This design comes from an exercise in tuning for small area on the open sky130 flow, not from production work.
Where RTL was checked, it was by simulation tests only, not by an equivalence proof against the original.
The flow treats the clock pin as an ideal source, which a real chip does not have.
No activity file was given, so power comes from the tool's default toggle rates.

Design pwm_timer, start of the top module:
module pwm_timer (
    input  wire        clk,
    input  wire        rst,           
    input  wire [17:0] cfg_per,       
    input  wire        cfg_edge,      
    input  wire        cfg_dbl,       
    input  wire [10:0] cfg_dt_rise,   
    input  wire [10:0] cfg_dt_fall,   
    input  wire        run,           
    input  wire        wr_en,         
    input  wire [2:0]  wr_sel,        
    input  wire [17:0] wr_data,
    input  wire        commit,        
    input  wire [1:0]  ovr,           
    output wire [2:0]  gh,            
    output wire [2:0]  gl,            
    output wire        bnd,           
    output wire        commit_pend,   
    output wire        f_miss,        
    output wire        f_safe         
);
    genvar gi, gb;
    reg  [17:0] r;
    reg         down;
    reg         pk;
    reg         vly;
    wire        idle = pk & ~down;
    wire        s_e  = cfg_edge;
    wire        s_c  = ~cfg_edge & ~down;
    wire [18:0] t;
    wire [17:0] nxn;             
    wire [17:0] eq;              
    wire [17:0] r_d;
    wire        term;
    wire        clr;
    assign t[0] = 1'b1;
    generate
        for (gi = 0; gi < 18; gi = gi + 1) begin : g_ctr
            wire y, lim;
  ...
==> flow/config.mk <==
export PLATFORM = sky130hd
export DESIGN_NAME = pwm_timer
export DESIGN_NICKNAME = pwm_timer
export VERILOG_FILES = /design/flow/design.v
export SDC_FILE = /design/flow/constraint.sdc
export NUM_CORES = 4
export LEC_CHECK = 0
export CAP_MARGIN = 20
export CORE_MARGIN = 2
export CORE_UTILIZATION = 40
export CTS_CLUSTER_DIAMETER = 100
export CTS_CLUSTER_SIZE = 30
export SLEW_MARGIN = 20
export SYNTH_HIERARCHICAL = 1
==> flow/constraint.sdc <==
create_clock -name core_clock -period 10.0 [get_ports {clk}]
set_input_delay 2.0000 -clock core_clock [delete_from_list [all_inputs] [get_ports {clk}]]
set_output_delay 2.0000 -clock core_clock [all_outputs]
set_load 0.01 [all_outputs]
standard.sh (not shown) runs the stock make flow with config.mk's settings and CLKGATE_MAP_FILE= SYNTH_SCRIPT=/design/flow/synth_recipe.tcl, a recipe that flattens the netlist after the stock synthesis.
==> flow/flow/run.sh <==
#!/bin/bash
# Layout: the standard ORFS flow (standard.sh, standard synthesis
# unchanged) with these changes to how the layout is made:
#  - the port buffers are the smallest buffer, sky130_fd_sc_hd__buf_1
#    (every input and output port still gets its own buffer);
#  - after floorplan, flow/downsize.tcl gives each combinational cell its
#    smallest variant;
#  - before CTS, flow/pre_cts.tcl does the same to the buffers placement
#    added and reruns repair_design; CTS's repair_timing sizes up again
#    where timing needs it.
# make's full output goes to flow_make.log here; each ORFS step keeps its
# own log under orfs/logs/.
set -euo pipefail
export BUFFER_PORTS_ARGS="-buffer_cell sky130_fd_sc_hd__buf_1"
export POST_FLOORPLAN_TCL="$(pwd)/flow/downsize.tcl"
export PRE_CTS_TCL="$(pwd)/flow/pre_cts.tcl"
export CTS_ARGS="-sink_clustering_enable -repair_clock_nets -sink_clustering_size 30 -sink_clustering_max_diameter 100 -dont_use_dummy_load -root_buf sky130_fd_sc_hd__clkbuf_8 -tree_buf sky130_fd_sc_hd__clkbuf_8 -sink_clustering_buffer sky130_fd_sc_hd__clkbuf_16"
bash standard.sh > flow_make.log 2>&1
Other scripts of this flow, unchanged in this note and not shown: flow/flow/downsize.tcl, flow/flow/pre_cts.tcl
Then changed:
--- a/flow/design.v
+++ b/flow/design.v
@@ -62,62 +62,51 @@
         r    <= r_d;
         down <= ~rst & run & (down ^ (~cfg_edge & term));
         pk   <= rst | ~run | (~cfg_edge & ~down & term);
         vly  <= clr | (down & term);
     end
     reg  [17:0] sh [0:5];
     reg  [17:0] ac [0:5];
     reg         commit_bit;
     reg         z;
     wire        load = bnd & (commit_bit | commit);
-    wire [5:0]  load_k;
-    wire        cm_l = commit_bit | commit;
-    genvar gk;
-    generate
-        for (gk = 0; gk < 6; gk = gk + 1) begin : g_load
-            g_and2 u_l (.a(bnd), .b(cm_l), .y(load_k[gk]));
-        end
-    endgenerate
     wire [17:0] wd   = wr_data & {18{~rst}};
     assign commit_pend = commit_bit;
     integer i;
     always @(posedge clk) begin
         for (i = 0; i < 6; i = i + 1)
             if (rst || (wr_en && wr_sel == i))
                 sh[i] <= wd;
         for (i = 0; i < 6; i = i + 1)
-            if (load_k[i])
+            if (load)
                 ac[i] <= sh[i];
         commit_bit <= !rst && !load && (commit || commit_bit);
         z          <= rst || (z && !load);
     end
     wire        cm   = commit_bit | commit;
     wire        dd   = cfg_dbl & down;
     wire        lp   = pk & dd & cm;
-    wire        pk_cm = pk & cm;
+    wire        s_a  = ~dd;
+    wire        s_ab = dd & ~lp;
     wire        dn   = ~down;
     wire        lv   = load & ~down;     
     wire        nlv  = ~lv;
     wire        zl   = z & ~load;
     wire [2:0]  hit;
     generate
         for (gi = 0; gi < 3; gi = gi + 1) begin : g_cmp
             wire [18:0] c;
             wire [17:0] xn;
             assign c[0] = dn;
-            wire s_a, s_ab, s_sb;
-            g_nand2 u_sa  (.a(cfg_dbl), .b(down), .y(s_a));
-            g_and3  u_ssb (.a(pk_cm), .b(cfg_dbl), .c(down), .y(s_sb));
-            g_nor2  u_sab (.a(s_a), .b(s_sb), .y(s_ab));
             for (gb = 0; gb < 18; gb = gb + 1) begin : g_bit
                 g_a222oi u_x (.a1(ac[gi][gb]), .a2(s_a), .b1(ac[gi+3][gb]), .b2(s_ab),
-                              .c1(sh[gi+3][gb]), .c2(s_sb), .y(xn[gb]));
+                              .c1(sh[gi+3][gb]), .c2(lp), .y(xn[gb]));
                 g_maj3   u_c (.a(r[gb]), .b(xn[gb]), .c(c[gb]), .y(c[gb+1]));
             end
             wire hx = lv ? ~|sh[gi] : zl;
             g_a21o u_h (.a1(c[18]), .a2(nlv), .b1(hx), .y(hit[gi]));
         end
     endgenerate
     reg  [2:0]  qh_d, ql_d;
     reg  [10:0] nw [0:2];
     wire        o_h = run & (ovr == 2'd3);
     wire        o_l = run & (ovr == 2'd2);
Result: The changed run passed the timing, DRC and antenna checks; power falls by 0.57%; utilization goes down by 0.21 points; hold slack is better by 0.023 ns; design area decreases by about 0.7%; synthesized area came out lower by about 0.33%; clock skew fell by 0.017 ns; maximum frequency barely changes; worst setup slack improves by 0.025 ns; routed wire length increases by about 2.6%; global-route usage went up by 0.65 points; sequential share of layout area grows by 0.45 points; non-clock buffer count fell by 5; first-iteration DRC count goes down by about 12%.
Only the layout flow was run in the first run of this note; the RTL was not checked for function there.

port drivers added, routing unchanged:
How much do the figures lean on ideal ports? The routed layouts below were timed once more, with nothing changed but the port constraints.
Step 1 (the two cells are an assumption about what drives the block):
set clk [get_ports {clk}]
set_driving_cell -lib_cell sky130_fd_sc_hd__clkbuf_16 $clk
set_driving_cell -lib_cell sky130_fd_sc_hd__buf_2 [delete_from_list [all_inputs] $clk]
Step 2 adds t to the input delays and takes it off the output delays; t is the mean of the earliest and latest rising clock arrival at the registers after step 1. Input paths then give back, and output paths get back, about the clock's delay inside the block.
a / b / c = ideal / step 1 / step 2; a / b = the first two.
run | t (ns) | slack for setup (ns) | worst setup path at the end | latest minus earliest clock arrival (ns) | worst register clock-pin slew, ns
the first run | 0.575 | 0.266 / 0.288 / -0.286 | input to register | 0.037 / 0.037 | 0.11 / 0.11
the second run | 0.568 | 0.291 / 0.316 / -0.252 | input to register | 0.021 / 0.022 | 0.11 / 0.11
Met with ideal ports but missed after step 2: setup timing in the first run and the second run. The setup slack of the first run, which loses most, moves by +0.022 ns with the drivers and by -0.552 ns with both steps.
